This is an optimization exercise on Yosys and OpenROAD, whose aim is small area, not a production implementation.
At most, simulation tests tie the RTL to the original design; equivalence was not proved.
Power figures rest on the tool's default switching activity, not on a simulated workload.

== xenon ==
// sdf_decim
module sdf_decim (
    input  wire        clk,
    input  wire        rst,          
    input  wire        en,           
    input  wire        sd_stb,       
    input  wire [2:0]  sd_bit,       
    input  wire        commit,       
    input  wire [5:0]  cfg_preset,   
    output reg         o_valid,
    output reg  [1:0]  o_chan,
    output reg  [31:0] o_word,
    output reg         o_sat
);
    wire clr = rst | ~en;
    wire stb = en & sd_stb;
    reg  [7:0] phase;
    wire [7:0] phase_next = phase + 8'd1;
    wire inst32  = (phase_next[4:0] == 5'd0);
    wire inst64  = (phase_next[5:0] == 6'd0);
    wire inst256 = (phase_next == 8'd0);
    always @(posedge clk) begin
        if (clr)
            phase <= 8'd0;
        else if (stb)
            phase <= phase_next;
    end
    wire [2:0] emit;
    wire [5:0] eff;
    genvar n;
    generate
        for (n = 0; n < 3; n = n + 1) begin : g_pre
            reg  [1:0] cur;
            reg  [1:0] pend;
            reg        pend_v;
  ...
Size: about 4600 cells after synthesis, roughly 1700 flip-flops, about 50 I/O pins, ~56000 um^2 of cells after synthesis.
clock: 12.5 ns
lec_check: 0
cap_margin: 20
core_margin: 2
core_utilization: 65
cts_buf_list: sky130_fd_sc_hd__clkbuf_8
cts_cluster_diameter: 30
cts_cluster_size: 13
slew_margin: 20
run.sh (not shown) runs the stock make flow with config.mk's settings and CLKGATE_MAP_FILE= SYNTH_SCRIPT=/design/flow/synth_recipe.tcl, a recipe that flattens the netlist after the stock synthesis.
diff inputs: xenon => fjord
- removing CTS_BUF_LIST (formerly sky130_fd_sc_hd__clkbuf_8)
- removing CTS_CLUSTER_DIAMETER (formerly 30)
- removing CTS_CLUSTER_SIZE (formerly 13)
==> flow/flow/run.sh (new file) <==
#!/bin/bash
# The standard layout (standard.sh), with one change: clock tree synthesis
# runs without dummy loads, with clkbuf_4 buffers and sink clusters of at most
# 9 flip-flops within 40 um. Each step's full log stays under orfs/logs; make's
# own output goes to make_finish.log in this folder.
set -euo pipefail
CTS="-sink_clustering_enable -repair_clock_nets -dont_use_dummy_load -buf_list sky130_fd_sc_hd__clkbuf_4 -sink_clustering_size 9 -sink_clustering_max_diameter 40"
bash standard.sh "CTS_ARGS=$CTS" finish > make_finish.log 2>&1
==> flow/standard.sh (new file) <==
#!/bin/bash
# synth_recipe.tcl (not shown) runs the flow's synth.tcl, then flattens the netlist and writes it again
# the make line also repeats each setting of config.mk as NAME=value (left out here)
make -C /OpenROAD-flow-scripts/flow DESIGN_CONFIG=/design/flow/config.mk WORK_HOME=/design/flow/orfs CLKGATE_MAP_FILE= SYNTH_SCRIPT=/design/flow/synth_recipe.tcl "${@:-finish}"
removed: flow/run.sh
Findings:
Changes observed in fjord relative to xenon: worst hold slack shrank by 49 ps; first-pass GRT wire length shrank by 6.1 mm; design area shrank by 7.2%; met2 track utilization from global routing shrank by 1.4 points.
fjord: no failed stages, no open violations at the end
xenon has lower part of the power in registers than fjord.
Looking at slowest library cell on the worst path, the sky130_fd_sc_hd__ha_1 result is from xenon; the sky130_fd_sc_hd__nor2b_2 one comes from fjord.
Summary of fjord over xenon: register-to-register slack held, routed wire length moved down, leakage power went down by 8.2%.

job 2593:
sdf_decim, a different RTL version from the one above (not shown whole).
Size in the first run: roughly 1700 flip-flops, about 50 I/O pins, ~0.057 mm² of cells after synthesis.
## sdf_decim
module sdf_decim (
    input  wire        clk,
    input  wire        rst,          
    input  wire        en,           
    input  wire        sd_stb,       
    input  wire [2:0]  sd_bit,       
    input  wire        commit,       
    input  wire [5:0]  cfg_preset,   
    output reg         o_valid,
    output reg  [1:0]  o_chan,
    output reg  [31:0] o_word,
    output reg         o_sat
);
    wire clr = rst | ~en;
    wire stb = en & sd_stb;
    reg  [7:0] phase;
    wire [7:0] phase_next = phase + 8'd1;
    wire inst32  = (phase_next[4:0] == 5'd0);
    wire inst64  = (phase_next[5:0] == 6'd0);
    wire inst256 = (phase_next == 8'd0);
    always @(posedge clk) begin
        if (clr)
            phase <= 8'd0;
        else if (stb)
            phase <= phase_next;
    end
    wire [2:0] emit;
    wire [5:0] eff;
    genvar n;
    generate
        for (n = 0; n < 3; n = n + 1) begin : g_pre
            reg  [1:0] cur;
            reg  [1:0] pend;
            reg        pend_v;
            wire cur_inst  = (cur == 2'd1) ? inst64 :
                             (cur == 2'd2) ? inst256 : inst32;
            wire boundary  = stb & pend_v & cur_inst;
            wire [1:0] e   = boundary ? pend : cur;
            wire eff_inst  = (e == 2'd1) ? inst64 :
  ...
Settings: LEC_CHECK=0, CAP_MARGIN=20, CORE_MARGIN=2, CORE_UTILIZATION=65, CTS_BUF_LIST=sky130_fd_sc_hd__clkbuf_8, CTS_CLUSTER_DIAMETER=35, CTS_CLUSTER_SIZE=10, SLEW_MARGIN=20; clock period 12.5 ns.
Stock flow here: none of the scripts above is used.
[inputs] job 8497 vs job 2593
- clearing CTS_CLUSTER_DIAMETER, which used to be 35
- clearing CTS_CLUSTER_SIZE, which used to be 10
- swapping 65 for 40 in CORE_UTILIZATION
- swapping sky130_fd_sc_hd__clkbuf_8 for sky130_fd_sc_hd__clkbuf_4 in CTS_BUF_LIST
### Flow results
Re sequential share of layout area: job 8497 is 1.5 points down on job 2593. Job 8497 contains more vias than job 2593. Taking job 2593 as the reference, in job 8497 cell count went up by 1098; leakage power summed over all cells increased by about 3% relative to the old numbers; final critical-path setup slack saw a decrease.
What job 6840 does differently from job 8497 at the input level:
- CORE_UTILIZATION: 40 -> 65
- CTS_BUF_LIST: sky130_fd_sc_hd__clkbuf_4 -> unset
==> flow/flow/run.sh (new file) <==
#!/bin/bash
# Standard layout, with clock tree synthesis run without dummy loads and with
# small clock buffers. Each tool's output stays in the orfs/logs tree; make's
# own output goes to make_finish.log.
set -euo pipefail
CTS="-sink_clustering_enable -repair_clock_nets -dont_use_dummy_load -buf_list sky130_fd_sc_hd__clkbuf_4"
bash standard.sh "CTS_ARGS=$CTS" finish > make_finish.log 2>&1
==> flow/standard.sh (new file) <==
#!/bin/bash
# synth_recipe.tcl (not shown) runs the flow's synth.tcl, then flattens the netlist and writes it again
# the make line also repeats each setting of config.mk as NAME=value (left out here)
make -C /OpenROAD-flow-scripts/flow DESIGN_CONFIG=/design/flow/config.mk WORK_HOME=/design/flow/orfs CLKGATE_MAP_FILE= SYNTH_SCRIPT=/design/flow/synth_recipe.tcl "${@:-finish}"
removed: flow/run.sh
--- outcome ---
- Job 6840 vs job 8497: via count of the first global-routing pass down slightly
- Higher area growth from synthesis to layout among job 6840 and job 8497: job 8497
- Going from job 8497 to job 6840, the first-pass GRT wire length was found to have gone down by 5.1%.
- Cmp job 6840 and job 8497 / biggest fanout along the worst timing path / lower: job 6840
- In job 6840 relative to job 8497, post-route standard cell area excluding fillers had gone down by a few percent.
- From job 8497 to job 6840 the numbers moved as follows: insertion delay to the later sink of the worst-skew pair fell 0.05 ns; combinational power moved up.
Edits applied to the flow inputs when going from job 6840 to job 5359:
- setting CTS_BUF_LIST to sky130_fd_sc_hd__clkbuf_4 for the first time
==> flow/run.sh (new file) <==
#!/bin/bash
# synth_recipe.tcl (not shown) runs the flow's synth.tcl, then flattens the netlist and writes it again
# the make line also repeats each setting of config.mk as NAME=value (left out here)
make -C /OpenROAD-flow-scripts/flow DESIGN_CONFIG=/design/flow/config.mk WORK_HOME=/design/flow/orfs CLKGATE_MAP_FILE= SYNTH_SCRIPT=/design/flow/synth_recipe.tcl finish
removed: flow/flow/run.sh
removed: flow/standard.sh
==> comparison <==
- Cmp job 5359 vs job 6840: first-pass GRT wire length higher in job 5359
- Summary of job 5359 over job 6840: non-clock buffering overhead in the final layout shows no meaningful change, critical path depth +about 6.5%, routed length on met3 went down.
- The sequential share of layout area in job 5359 was lower than what job 6840 gave.
- From job 5359 to job 6840, mapped cell area did not move at all.
- From job 6840 to job 5359 the numbers moved as follows: design area picked up an extra about 3%; total power went up; clock power up about 30%; area growth from synthesis to layout now larger; switching share of total power decreased by 0.54 points relative to the old numbers.
Function was not checked in any run of this note: the RTL went through the layout flow alone.

afterwards: timing with drivers on the ports:
The results above use ideal ports. As a check the final layouts listed here were re-extracted and re-timed, cells and wires unchanged. Step 1: set_driving_cell puts a clkbuf_16 on clk and a buf_2 on each other input, an assumption about the parent block. Step 2, shift: input delay + t, output delay - t, t = (earliest + latest rising clock arrival at the registers) / 2. This alone moves slack from input paths to output paths. Three values: ideal ports, drivers, drivers and shift; two values: the first two.
run | shift t [ns] | setup WS [ns] | slew at the worst register clock pin (ns)
xenon | 0.985 | 1.392 / 1.392 / 1.392 | 0.09 / 0.09
fjord | 1.150 | 1.401 / 1.401 / 1.401 | 0.11 / 0.11
job 2593 | 0.930 | 1.448 / 1.448 / 1.448 | 0.08 / 0.08
job 8497 | 1.317 | 1.317 / 1.317 / 1.317 | 0.08 / 0.08
job 6840 | 1.245 | 1.417 / 1.417 / 1.417 | 0.07 / 0.07
job 5359 | 1.256 | 1.419 / 1.419 / 1.419 | 0.08 / 0.08
After both steps setup and hold are still met in every run listed.
